Context: an optimization exercise on an open-source flow, tuned for small area, a short achievable clock period and few clock cycles per item. The choices shown serve that exercise and are no tape-out recipe. The RTL was checked by simulation tests, not by an equivalence proof against the original design.

==> harbor: inputs <==
==> flow/design.v <==
module mx_quant (
    input  wire        clk,
    input  wire        rst,
    input  wire        in_valid,
    output wire        in_ready,
    input  wire [31:0] in_data,
    input  wire [15:0] in_rand,
    input  wire [3:0]  in_fmt,
    input  wire [1:0]  in_rmode,
    output wire        out_valid,
    input  wire        out_ready,
    output wire [7:0]  out_elem,
    output wire [7:0]  out_scale,
    output wire        out_last
);
    localparam [2:0] F_E4M3 = 3'd0;
    localparam [2:0] F_E5M2 = 3'd1;
    localparam [2:0] F_E3M2 = 3'd2;
    localparam [2:0] F_E2M3 = 3'd3;
    localparam [2:0] F_E2M1 = 3'd4;
    localparam [2:0] F_INT8 = 3'd5;
    localparam [1:0] RM_RTZ  = 2'd1;
    localparam [1:0] RM_STOC = 2'd2;
    localparam integer NS = 33;      
    localparam integer W = 47;
    reg  [W*NS-1:0] ring;
    wire [W-1:0] st31 = ring[W*31 +: W];
    wire [W-1:0] st32 = ring[W*32 +: W];
    function [7:0] dec_e;
        input [W-1:0] v;
        dec_e = (v[29:22] == 8'hFF) ? 8'h00 : v[29:22];
    endfunction
    function [22:0] dec_f;
        input [W-1:0] v;
        dec_f = {v[21:0], (v[29:22] == 8'hFF) || ((v[29:22] != 8'h00) && v[31])};
    endfunction
    reg  [5:0] head_n;    
    reg  [5:0] fill_n;    
    reg  [5:0] hpos;      
    reg  [5:0] tpos;      
    reg        rdy;       
    reg        wfree;     
    wire       empty;
    wire       fill_full = (fill_n == 6'd32);
    wire       xfer      = fill_full && (head_n == 6'd0);
    wire       blk_ok    = (head_n != 6'd0) || fill_full;
    wire [5:0] fill_eff  = xfer ? 6'd0 : fill_n;
    wire [5:0] head_eff  = xfer ? 6'd32 : head_n;
    reg        r32_v, out_v, q1_v;
    wire       out_fire = out_v && out_ready;
    wire [1:0] fl       = {1'b0, r32_v} + {1'b0, out_v} + {1'b0, q1_v};
    wire       credit   = (fl < 2'd2) || ((fl == 2'd2) && out_fire);
    wire       issue    = credit && !empty && (hpos == 6'd31) && blk_ok;
    assign in_ready = rdy;
    wire       ins      = in_valid && rdy;
    reg  [5:0] cnt;       
    wire [5:0] cnt_inc = cnt + 6'd1;
    wire [5:0] cnt_dec = cnt - 6'd1;
    wire c0  = (cnt == 6'd0);
    assign empty = c0;
    wire c1  = (cnt == 6'd1);
    wire c32 = (cnt == 6'd32);
    wire c33 = (cnt == 6'd33);
    wire tp_wrap = (tpos == 6'd32);
    wire n_tp0   = ins || tp_wrap;
    wire n_empty = ins ? 1'b0 : (issue ? c1 : c0);
    wire n_full  = (ins && !issue) ? c32 : (ins || !issue) ? c33 : 1'b0;
    wire n_f32   = ins ? (fill_eff == 6'd31) : (fill_full && !xfer);
    wire n_h0    = xfer ? 1'b0 : issue ? (head_n == 6'd1) : (head_n == 6'd0);
    wire n_free  = (n_empty || n_tp0) && !n_full;
    wire n_rdy   = n_free && (!n_f32 || n_h0);
    reg [3:0]  fill_fmt_raw;     
    reg [1:0]  fill_rm;
    wire       in_ezero = (in_data[30:23] == 8'h00);
    wire       in_stoch = ((fill_eff == 6'd0) ? in_rmode : fill_rm) == RM_STOC;
    wire [W-1:0] in_enc = {in_rand[15:1], in_stoch ? in_rand[0] : in_data[0], in_data[31],
                           in_data[30:23] | {8{in_ezero & in_data[0]}}, in_data[22:1]};
    always @(posedge clk) begin
        ring <= {ring[W*(NS-1)-1:0], wfree ? in_enc : st32};
    end
    always @(posedge clk) begin
        if (rst) begin
            head_n <= 6'd0;
            fill_n <= 6'd0;
            cnt    <= 6'd0;
            rdy    <= 1'b1;
            wfree  <= 1'b1;
        end else begin
            head_n <= issue ? head_eff - 6'd1 : head_eff;
            fill_n <= ins ? fill_eff + 6'd1 : fill_eff;
            rdy    <= n_rdy;
            wfree  <= n_free;
            case ({ins, issue})
                2'b10:   cnt <= cnt_inc;
                2'b01:   cnt <= cnt_dec;
                default: cnt <= cnt;
            endcase
        end
        tpos <= (ins || tp_wrap) ? 6'd0 : tpos + 6'd1;
        if (empty)
            hpos <= 6'd0;
        else if (issue)
            hpos <= 6'd31;
        else
            hpos <= (hpos == 6'd32) ? 6'd0 : hpos + 6'd1;
    end
    reg [7:0]  acc_max;
    reg        acc_nz;      
    reg        acc_spec;
    function [2:0] fmt_code;
        input [3:0] f;
        case (f)
            4'h5:    fmt_code = F_E5M2;
            4'h6:    fmt_code = F_E3M2;
            4'h7:    fmt_code = F_E2M3;
            4'h8:    fmt_code = F_E2M1;
            4'hC:    fmt_code = F_INT8;
            default: fmt_code = F_E4M3;
        endcase
    endfunction
    always @(posedge clk) begin
        if (wfree && (fill_eff == 6'd0)) begin
            fill_fmt_raw <= in_fmt;
            fill_rm      <= in_rmode;
        end
    end
    wire [2:0]  fill_fmt = fmt_code(fill_fmt_raw);
    wire [7:0]  in_e  = in_data[30:23];
    wire        in_nz = (in_data[22:0] != 23'd0);
    always @(posedge clk) begin
        if (ins) begin
            if (fill_eff == 6'd0) begin
                acc_max  <= in_e;
                acc_nz   <= in_nz;
                acc_spec <= (in_e == 8'hFF);
            end else begin
                acc_max  <= (in_e > acc_max) ? in_e : acc_max;
                acc_nz   <= acc_nz | in_nz;
                acc_spec <= acc_spec | (in_e == 8'hFF);
            end
        end
    end
    function [4:0] f_emax;
        input [2:0] c;
        case (c)
            F_E5M2:  f_emax = 5'd15;
            F_E3M2:  f_emax = 5'd4;
            F_E2M3:  f_emax = 5'd2;
            F_E2M1:  f_emax = 5'd2;
            F_INT8:  f_emax = 5'd0;
            default: f_emax = 5'd8;
        endcase
    endfunction
    function signed [9:0] f_emin;
        input [2:0] c;
        case (c)
            F_E5M2:  f_emin = -10'sd14;
            F_E3M2:  f_emin = -10'sd2;
            F_E2M3:  f_emin = 10'sd0;
            F_E2M1:  f_emin = 10'sd0;
            F_INT8:  f_emin = 10'sd0;
            default: f_emin = -10'sd6;
        endcase
    endfunction
    function [2:0] f_mbits;
        input [2:0] c;
        case (c)
            F_E5M2:  f_mbits = 3'd2;
            F_E3M2:  f_mbits = 3'd2;
            F_E2M3:  f_mbits = 3'd3;
            F_E2M1:  f_mbits = 3'd1;
            F_INT8:  f_mbits = 3'd6;
            default: f_mbits = 3'd3;
        endcase
    endfunction
    function [6:0] f_maxcode;
        input [2:0] c;
        case (c)
            F_E5M2:  f_maxcode = 7'h7B;
            F_E3M2:  f_maxcode = 7'h1F;
            F_E2M3:  f_maxcode = 7'h1F;
            F_E2M1:  f_maxcode = 7'h07;
            F_INT8:  f_maxcode = 7'h7F;
            default: f_maxcode = 7'h7E;
        endcase
    endfunction
    wire        [4:0] c_emax = f_emax(fill_fmt);
    wire signed [9:0] c_emin = f_emin(fill_fmt);
    wire        nz_zero = (acc_max == 8'd0) && !acc_nz;
    wire signed [9:0] nz_se  = $signed({2'b00, acc_max}) - $signed({5'd0, c_emax});
    wire              nz_low = nz_se < 10'sd0;
    wire        [7:0] nz_scale = nz_low ? 8'h00 : nz_se[7:0];
    wire signed [9:0] nz_kb  = $signed({2'b00, nz_scale}) + c_emin;     
    reg        [7:0] h_scale;    
    reg signed [9:0] h_kb;       
    reg        [2:0] h_fmt;
    reg        [1:0] h_rm;
    reg              h_zero;     
    always @(posedge clk) begin
        if (xfer) begin
            h_scale <= acc_spec ? 8'hFF : nz_zero ? 8'h00 : nz_scale;
            h_kb    <= nz_kb;
            h_fmt   <= fill_fmt;
            h_rm    <= fill_rm;
            h_zero  <= acc_spec || nz_zero;
        end
    end
    wire signed [9:0] m_kb  = xfer ? nz_kb : h_kb;
    wire        [2:0] m_fmt = xfer ? fill_fmt : h_fmt;
    wire [7:0]  a_e = dec_e(st31);
    wire [22:0] a_f = dec_f(st31);
    wire        a_norm = (a_e != 8'd0);
    wire [23:0] a_m = {a_norm, a_f};
    reg  [4:0]  a_lz;      
    reg  [5:0]  a_tz;      
    integer k;
    always @(*) begin
        a_lz = 5'd31;
        for (k = 0; k < 23; k = k + 1)
            if (a_f[k])
                a_lz = 5'd22 - k[4:0];
        a_tz = 6'd63;
        for (k = 23; k >= 0; k = k - 1)
            if (a_m[k])
                a_tz = k[5:0];
    end
    wire [4:0]  a_r0 = 5'd23 - {2'd0, f_mbits(m_fmt)};
    wire signed [9:0]  a_eb = a_norm ? $signed({2'b00, a_e}) : -$signed({5'd0, a_lz});
    wire signed [10:0] a_t  = $signed({a_eb[9], a_eb}) - $signed({m_kb[9], m_kb});
    wire               a_tp = !a_t[10] && (a_t != 11'sd0);
    wire        [5:0]  a_L  = a_norm ? 6'd0 : {1'b0, a_lz} + 6'd1;
    wire signed [6:0]  a_F  = $signed({2'b00, a_r0}) - $signed({1'b0, a_L});
    wire signed [10:0] a_u  = $signed({{4{a_F[6]}}, a_F}) - a_t;
    wire        [5:0]  a_Dc = (a_u[10:6] != 5'd0) ? 6'd63 : a_u[5:0];
    wire        [5:0]  a_R  = a_tp ? a_F[5:0] : a_Dc;
    reg [5:0] x_R;         
    reg [4:0] x_ebias;     
    reg       x_sticky;    
    reg       x_last;
    always @(posedge clk) begin
        x_R      <= a_R;
        x_ebias  <= a_tp ? a_t[4:0] : 5'd0;
        x_sticky <= ({1'b0, a_tz} + 7'd2) <= {1'b0, a_R};
        x_last   <= (head_n == 6'd1);
        if (rst)
            r32_v <= 1'b0;
        else
            r32_v <= issue;
    end
    wire        b_s    = st32[30];
    wire [7:0]  b_e    = dec_e(st32);
    wire [22:0] b_f    = dec_f(st32);
    wire [15:0] b_r    = st32[46:31];
    wire [23:0] b_m    = {b_e != 8'd0, b_f};
    wire [2:0]  b_mb   = f_mbits(h_fmt);
    wire [39:0] b_w    = {b_m, 16'd0} >> x_R;
    wire [7:0]  b_n    = b_w[23:16];
    wire [15:0] b_d    = b_w[15:0];
    wire        b_rbit = b_w[15];
    reg b_ru;
    always @(*) begin
        case (h_rm)
            RM_RTZ:  b_ru = 1'b0;
            RM_STOC: b_ru = (b_d > b_r);
            default: b_ru = b_rbit & (x_sticky | b_n[0]);
        endcase
    end
    wire [7:0] b_pre   = ({3'd0, x_ebias} << b_mb) + b_n;
    wire        c_inv  = b_s && (h_fmt == F_INT8);
    wire [7:0]  c_code = ({1'b0, b_pre[6:0]} ^ {8{c_inv}}) + {7'd0, b_ru ^ c_inv};
    wire [6:0]  c_max  = f_maxcode(h_fmt);
    wire [6:0]  c_fp   = (c_code > {1'b0, c_max}) ? c_max : c_code[6:0];
    wire [7:0]  c_int  = (c_code[7] && !b_s) ? 8'd127 : c_code;
    reg [7:0] c_elem;
    always @(*) begin
        if (h_zero)
            c_elem = 8'h00;
        else begin
            case (h_fmt)
                F_INT8:         c_elem = c_int;
                F_E3M2, F_E2M3: c_elem = {2'b00, b_s, c_fp[4:0]};
                F_E2M1:         c_elem = {4'b0000, b_s, c_fp[2:0]};
                default:        c_elem = {b_s, c_fp[6:0]};
            endcase
        end
    end
    wire [16:0] c_ent = {x_last, h_scale, c_elem};
    reg [16:0] o_ent, q1_ent;
    always @(posedge clk) begin
        if (rst) begin
            out_v <= 1'b0;
            q1_v  <= 1'b0;
        end else begin
            if (!out_v || out_fire)
                out_v <= q1_v || r32_v;
            if (q1_v)
                q1_v <= !out_fire || r32_v;
            else
                q1_v <= out_v && !out_fire && r32_v;
        end
        if (!out_v || out_fire)
            o_ent <= q1_v ? q1_ent : c_ent;
        if (q1_v ? out_fire : (out_v && !out_fire))
            q1_ent <= c_ent;
    end
    assign out_valid = out_v;
    assign out_elem  = o_ent[7:0];
    assign out_scale = o_ent[15:8];
    assign out_last  = o_ent[16];
endmodule
==> flow/flow/run.sh <==
#!/bin/bash
# The standard layout (the standard.sh, unchanged synthesis), with two
# changes in how ORFS is asked to lay it out:
# - every input and output port gets a buf_2 as its port buffer.
set -euo pipefail
export SETUP_SLACK_MARGIN=21.2
export BUFFER_PORTS_ARGS="-buffer_cell sky130_fd_sc_hd__buf_2"
bash standard.sh > standard.log 2>&1
==> flow/standard.sh <==
#!/bin/bash
# synth_recipe.tcl (not shown) runs the flow's synth.tcl, then flattens the netlist and writes it again
# the make line also repeats each setting of config.mk as NAME=value (left out here)
make -C /OpenROAD-flow-scripts/flow DESIGN_CONFIG=/design/flow/config.mk WORK_HOME=/design/flow/orfs CLKGATE_MAP_FILE= SYNTH_SCRIPT=/design/flow/synth_recipe.tcl "${@:-finish}"
==> flow/config.mk <==
export PLATFORM = sky130hd
export DESIGN_NAME = mx_quant
export DESIGN_NICKNAME = mx_quant
export VERILOG_FILES = /design/flow/design.v
export SDC_FILE = /design/flow/constraint.sdc
export NUM_CORES = 4
export LEC_CHECK = 0
export ABC_AREA = 1
export CAP_MARGIN = 20
export CORE_MARGIN = 2
export CORE_UTILIZATION = 60
export CTS_CLUSTER_DIAMETER = 80
export CTS_CLUSTER_SIZE = 30
export SLEW_MARGIN = 20
==> flow/constraint.sdc <==
create_clock -name core_clock -period 28.0 [get_ports {clk}]
set_input_delay 5.6000 -clock core_clock [delete_from_list [all_inputs] [get_ports {clk}]]
set_output_delay 5.6000 -clock core_clock [all_outputs]
set_load 0.01 [all_outputs]
==> fjord: changes against harbor <==
--- a/flow/design.v
+++ b/flow/design.v
@@ -38,3 +38,2 @@
     reg  [5:0] fill_n;    
-    reg  [5:0] hpos;      
     reg  [5:0] tpos;      
@@ -43,2 +42,5 @@
     wire       empty;
+    wire [5:0] cnt     = head_n + fill_n;
+    wire [6:0] hsum    = {1'b0, tpos} + {1'b0, cnt};
+    wire       head31  = (hsum == 7'd32) || (hsum == 7'd65);
     wire       fill_full = (fill_n == 6'd32);
@@ -52,8 +54,5 @@
     wire       credit   = (fl < 2'd2) || ((fl == 2'd2) && out_fire);
-    wire       issue    = credit && !empty && (hpos == 6'd31) && blk_ok;
+    wire       issue    = credit && !empty && head31 && blk_ok;
     assign in_ready = rdy;
     wire       ins      = in_valid && rdy;
-    reg  [5:0] cnt;       
-    wire [5:0] cnt_inc = cnt + 6'd1;
-    wire [5:0] cnt_dec = cnt - 6'd1;
     wire c0  = (cnt == 6'd0);
@@ -84,3 +83,2 @@
             fill_n <= 6'd0;
-            cnt    <= 6'd0;
             rdy    <= 1'b1;
@@ -92,15 +90,4 @@
             wfree  <= n_free;
-            case ({ins, issue})
-                2'b10:   cnt <= cnt_inc;
-                2'b01:   cnt <= cnt_dec;
-                default: cnt <= cnt;
-            endcase
         end
         tpos <= (ins || tp_wrap) ? 6'd0 : tpos + 6'd1;
-        if (empty)
-            hpos <= 6'd0;
-        else if (issue)
-            hpos <= 6'd31;
-        else
-            hpos <= (hpos == 6'd32) ? 6'd0 : hpos + 6'd1;
     end
@@ -187,3 +174,2 @@
     wire        [4:0] c_emax = f_emax(fill_fmt);
-    wire signed [9:0] c_emin = f_emin(fill_fmt);
     wire        nz_zero = (acc_max == 8'd0) && !acc_nz;
@@ -192,5 +178,3 @@
     wire        [7:0] nz_scale = nz_low ? 8'h00 : nz_se[7:0];
-    wire signed [9:0] nz_kb  = $signed({2'b00, nz_scale}) + c_emin;     
     reg        [7:0] h_scale;    
-    reg signed [9:0] h_kb;       
     reg        [2:0] h_fmt;
@@ -201,3 +185,2 @@
             h_scale <= acc_spec ? 8'hFF : nz_zero ? 8'h00 : nz_scale;
-            h_kb    <= nz_kb;
             h_fmt   <= fill_fmt;
@@ -207,4 +190,5 @@
     end
-    wire signed [9:0] m_kb  = xfer ? nz_kb : h_kb;
     wire        [2:0] m_fmt = xfer ? fill_fmt : h_fmt;
+    wire        [7:0] m_sc  = xfer ? nz_scale : h_scale;
+    wire signed [9:0] m_kb  = $signed({2'b00, m_sc}) + f_emin(m_fmt);      
     wire [7:0]  a_e = dec_e(st31);
@@ -286,4 +270,5 @@
     end
-    wire [16:0] c_ent = {x_last, h_scale, c_elem};
-    reg [16:0] o_ent, q1_ent;
+    wire [8:0]  c_ent = {x_last, c_elem};
+    reg [8:0]  o_ent, q1_ent;
+    reg [7:0]  o_scale;
     always @(posedge clk) begin
@@ -302,2 +287,4 @@
             o_ent <= q1_v ? q1_ent : c_ent;
+        if ((!out_v || out_fire) && !(q1_v && !o_ent[8]))
+            o_scale <= h_scale;
         if (q1_v ? out_fire : (out_v && !out_fire))
@@ -307,4 +294,4 @@
     assign out_elem  = o_ent[7:0];
-    assign out_scale = o_ent[15:8];
-    assign out_last  = o_ent[16];
+    assign out_scale = o_scale;
+    assign out_last  = o_ent[8];
 endmodule
--- a/flow/flow/run.sh
+++ b/flow/flow/run.sh
@@ -5,3 +5,3 @@
 set -euo pipefail
-export SETUP_SLACK_MARGIN=21.2
+export SETUP_SLACK_MARGIN=21.4
 export BUFFER_PORTS_ARGS="-buffer_cell sky130_fd_sc_hd__buf_2"
==> results.sh <==
export IMPL_run_status="no timing/DRC/antenna violations"
export IMPL_clk_share_pct=4.50
export IMPL_timing_final_crit_share_pct=24.5
export IMPL_synth_adder_area_share_pct=3.50
export IMPL_tightest_slew_ps=1070
export IMPL_grt_met3_usage_pct=3.21
export IMPL_multiInputGateArea_um2=7100
export IMPL_mostFrequentLayoutCells="1580 x dfxtp_1, 350 x nand2_1, 225 x inv_1"
export IMPL_power_share_switching_pct=22.1
the above is filed under fjord

==> results.sh <==
export IMPL_run_status="no timing/DRC/antenna violations"
export IMPL_timing_final_crit_share_pct=24.3
export IMPL_mostFrequentLayoutCells="1598 x dfxtp_1, 357 x nand2_1, 253 x inv_1"
export IMPL_grt_met3_usage_pct=3.57
export IMPL_synth_adder_area_share_pct=3.21
the above is filed under harbor

Testbench counts of harbor, summed over its fixed seeds: cycles 12,560, items 384.
Testbench counts of fjord, summed over its fixed seeds: cycles 12,560, items 384.

[what the ideal ports hide]
No port has a modelled driver above. Below, the same layouts with a new extraction and two added sets of constraints.
Step 1 sets driving cells, clkbuf_16 on the clock port and buf_2 on the other inputs (assumed; they add their load-dependent delay and slew).
Step 2 moves the port delays by t, midway between the first and last clock arrival at a register: inputs arrive t later, outputs are due t later. That takes back most of the time a late clock gives input paths.
Slacks: ideal / step 1 / step 2; pairs: ideal / step 1.
run | shift t [ns] | setup WS [ns] | worst hold slack (ns) | worst register clock-pin slew, ns | worst data-port slew with drivers (ns)
harbor | 0.680 | 21.189 / 21.128 / 20.547 | 0.307 / 0.307 / 0.307 | 0.11 / 0.11 | 0.05
fjord | 0.694 | 21.134 / 21.072 / 20.827 | 0.301 / 0.301 / 0.301 | 0.11 / 0.11 | 0.10
After both steps every run listed still meets setup and hold. The setup slack of harbor, which loses most, moves by -0.061 ns with the drivers and by -0.642 ns with both steps.
